This design comes from an exercise in tuning for small area, a short achievable clock period and few clock cycles per item on the open sky130 flow, not from production work. The RTL was checked by simulation tests, not by an equivalence proof against the original design. No activity file was given, so power comes from the tool's default toggle rates.

== rev 12 ==
// damask_px
module damask_px (
    input  wire         clk,
    input  wire         rst,         
    input  wire         start,       
    input  wire [47:0]  l16,         
    input  wire [15:0]  seam,        
    input  wire [15:0]  lscale,      
    input  wire [191:0] m,           
    input  wire [47:0]  ug,          
    input  wire [47:0]  uo,          
    input  wire [143:0] c_mat,       
    input  wire [47:0]  ga,          
    input  wire [23:0]  lgo,         
    input  wire [11:0]  cls,         
    input  wire [2:0]   pfl,         
    input  wire         dark,        
    input  wire         lowg_en,
    input  wire         dither_en,
    input  wire [1:0]   pos_u,       
    input  wire [1:0]   pos_v,       
    output reg          lg_rd,       
    output reg  [3:0]   lg_cls,      
    output reg  [5:0]   lg_idx,      
    input  wire [15:0]  lg_data,     
    output reg          done,        
    output wire [47:0]  code,        
    output reg  [2:0]   clip         
);
Size in the first run: about 4300 cells after synthesis, roughly 690 I/O pins.
export LEC_CHECK = 0
export ABC_AREA = 1
export CAP_MARGIN = 20
export CORE_MARGIN = 2
export CORE_UTILIZATION = 40
export CTS_BUF_LIST = sky130_fd_sc_hd__clkbuf_8
export SLEW_MARGIN = 20
create_clock -name core_clock -period 18.0 [get_ports {clk}]
standard.sh (not shown) runs the stock make flow with config.mk's settings and CLKGATE_MAP_FILE= SYNTH_SCRIPT=/design/flow/synth_recipe.tcl, a recipe that flattens the netlist after the stock synthesis.
==> flow/flow/run.sh <==
#!/bin/bash
# The standard layout (standard.sh, unchanged synthesis, floorplan,
# placement, CTS and routing), with two settings changed:
#  - ORFS's timing repair aims at a 5 ns critical path: a setup slack margin
#    of 13 ns on the design's 18 ns clock;
#  - every input and output port is buffered with buf_1, the smallest buffer (the default pick
#    is a slow delay buffer).
# The clock and the constraints are the design's.
set -euo pipefail
bash standard.sh SETUP_SLACK_MARGIN=13 "BUFFER_PORTS_ARGS=-buffer_cell sky130_fd_sc_hd__buf_1" finish > layout.log 2>&1
Looking at the reports, rev 12 completed the entire flow and the layout it produced met the timing, DRC and antenna checks.
Testbench counts of rev 12, summed over its fixed seeds: cycles 315,254, pixels 9,600.
What rev 13 does differently from rev 12 at the input level:
--- a/flow/design.v
+++ b/flow/design.v
@@ -809,56 +809,39 @@
         else case (p_as)
             A_G:     a_nx = r;
             A_XS:    a_nx = xsel;
             A_DS:    a_nx = dsel;
             A_QN:    a_nx = {7'd1, 10'd0, tsel} - {1'b0, xsel[19:0]};
             A_LG:    a_nx = {5'd0, lg_data};
             default: a_nx = xsel;
         endcase
     end
+    integer bk;
     reg [16:0] b_nx;
     always @(*) begin
-        if (!run) b_nx = {1'b0, lscale};
-        else case (p_bs)
-            6'd1: b_nx = {1'b0, l16[15:0]};                    
-            6'd2: b_nx = {1'b0, l16[31:16]};                   
-            6'd3: b_nx = {1'b0, l16[47:32]};                   
-            6'd4: b_nx = {m[15], m[15:0]};                     
-            6'd5: b_nx = {m[31], m[31:16]};                    
-            6'd6: b_nx = {m[47], m[47:32]};                    
-            6'd7: b_nx = {m[79], m[79:64]};                    
-            6'd8: b_nx = {m[95], m[95:80]};                    
-            6'd9: b_nx = {m[111], m[111:96]};                  
-            6'd10: b_nx = {m[143], m[143:128]};                
-            6'd11: b_nx = {m[159], m[159:144]};                
-            6'd12: b_nx = {m[175], m[175:160]};                
-            6'd13: b_nx = {1'b0, ug[15:0]};                    
-            6'd14: b_nx = {1'b0, ug[31:16]};                   
-            6'd15: b_nx = {1'b0, ug[47:32]};                   
-            6'd16: b_nx = {c_mat[15], c_mat[15:0]};            
-            6'd17: b_nx = {c_mat[31], c_mat[31:16]};           
-            6'd18: b_nx = {c_mat[47], c_mat[47:32]};           
-            6'd19: b_nx = {c_mat[63], c_mat[63:48]};           
-            6'd20: b_nx = {c_mat[79], c_mat[79:64]};           
-            6'd21: b_nx = {c_mat[95], c_mat[95:80]};           
-            6'd22: b_nx = {c_mat[111], c_mat[111:96]};         
-            6'd23: b_nx = {c_mat[127], c_mat[127:112]};        
-            6'd24: b_nx = {c_mat[143], c_mat[143:128]};        
-            6'd25: b_nx = {1'b0, ga[15:0]};                    
-            6'd26: b_nx = {1'b0, ga[31:16]};                   
-            6'd27: b_nx = {1'b0, ga[47:32]};                   
-            6'd28: b_nx = {{9{lgo[7]}}, lgo[7:0]};             
-            6'd29: b_nx = {{9{lgo[15]}}, lgo[15:8]};           
-            6'd30: b_nx = {{9{lgo[23]}}, lgo[23:16]};          
-            6'd31: b_nx = {7'd0, 10'd512 - {1'b0, f_sel}};     
-            6'd32: b_nx = {8'd0, f_sel};                       
-            default: b_nx = 17'd0;
-        endcase
+        b_nx = {1'b0, lscale};
+        if (run) begin
+            b_nx = 17'd0;
+            for (bk = 0; bk < 3; bk = bk + 1) begin
+                if (p_bs == B_L16 + bk) b_nx = {1'b0, l16[16*bk +: 16]};
+                if (p_bs == B_UG + bk)  b_nx = {1'b0, ug[16*bk +: 16]};
+                if (p_bs == B_GA + bk)  b_nx = {1'b0, ga[16*bk +: 16]};
+                if (p_bs == B_LGO + bk) b_nx = {{9{lgo[8*bk+7]}}, lgo[8*bk +: 8]};
+            end
+            for (bk = 0; bk < 9; bk = bk + 1) begin
+                if (p_bs == B_M + bk)
+                    b_nx = {m[16*(4*(bk/3)+(bk%3))+15], m[16*(4*(bk/3)+(bk%3)) +: 16]};
+                if (p_bs == B_C + bk)
+                    b_nx = {c_mat[16*bk+15], c_mat[16*bk +: 16]};
+            end
+            if (p_bs == B_F1) b_nx = {7'd0, 10'd512 - {1'b0, f_sel}};
+            if (p_bs == B_F)  b_nx = {8'd0, f_sel};
+        end
     end
     reg  [37:0] acc_nx;
     wire [15:0] m3_1 = m[16*(4*t1_i+3) +: 16];
     wire [15:0] uo_1 = uo[16*t1_i +: 16];
     wire [20:0] dr_1 = sel3(t1_i, dr0, dr1, dr2);
     wire [3:0]  tq_1 = (t1_i == 2'd0) ? tq0 : ((t1_i == 2'd1) ? tq1 : tq2);
     always @(*) begin
         acc_nx = s;              
         if (t1_cont)
Comparing share of cells above drive strength 1 for rev 12 and rev 13, the smaller number came from rev 12. Going from rev 12 to rev 13, critical path depth in cells now larger; combinational cell fraction of total power now sits higher. Sort rev 12 and rev 13 by worst hold slack after final layout asc -> top: rev 12. Relative to rev 12, number of buffers other than clock buffers in the final layout has increased by 20 in rev 13. Rev 13 vs. rev 12: power consumption went up by about 13%; register-to-register slack went up by 0.02 ns. Arrival time at the worst endpoint is higher on rev 13. Diff rev 12 -> rev 13 | non-filler instance count after layout | increase of 4.1%. Looking at power of the sequential group, rev 13 sits about 4% above rev 12. Rev 13 finished every stage and its layout cleared the timing, DRC and antenna checks. The number of antenna violations at the first check in global routing in rev 13 was higher than what rev 12 gave. Compared with rev 12, in rev 13 sequential share of layout area went down, switching portion of total power did not really move.
Testbench counts of rev 13, summed over its fixed seeds: cycles 315,254, pixels 9,600.

[afterwards: timing with drivers on the ports]
How much do the figures lean on ideal ports? The routed layouts below were timed once more, with nothing changed but the port constraints.
Step 1 sets driving cells, clkbuf_16 on the clock port and buf_2 on the other inputs (assumed; they add their load-dependent delay and slew).
Step 2 also shifts input and output timing later by t, the mid clock arrival at the registers, as if the neighbouring blocks saw the same clock.
Slacks: ideal ports / drivers / drivers and shift; pairs: ideal ports / drivers.
run	t, ns	setup slack, ns	pins driven straight from the clock port
rev 12	0.756	12.992 / 12.922 / 12.327	1
rev 13	0.756	12.813 / 12.846 / 12.089	1
After both steps every run listed still meets setup and hold. The setup slack of rev 13, which loses most, moves by +0.033 ns with the drivers and by -0.724 ns with both steps.
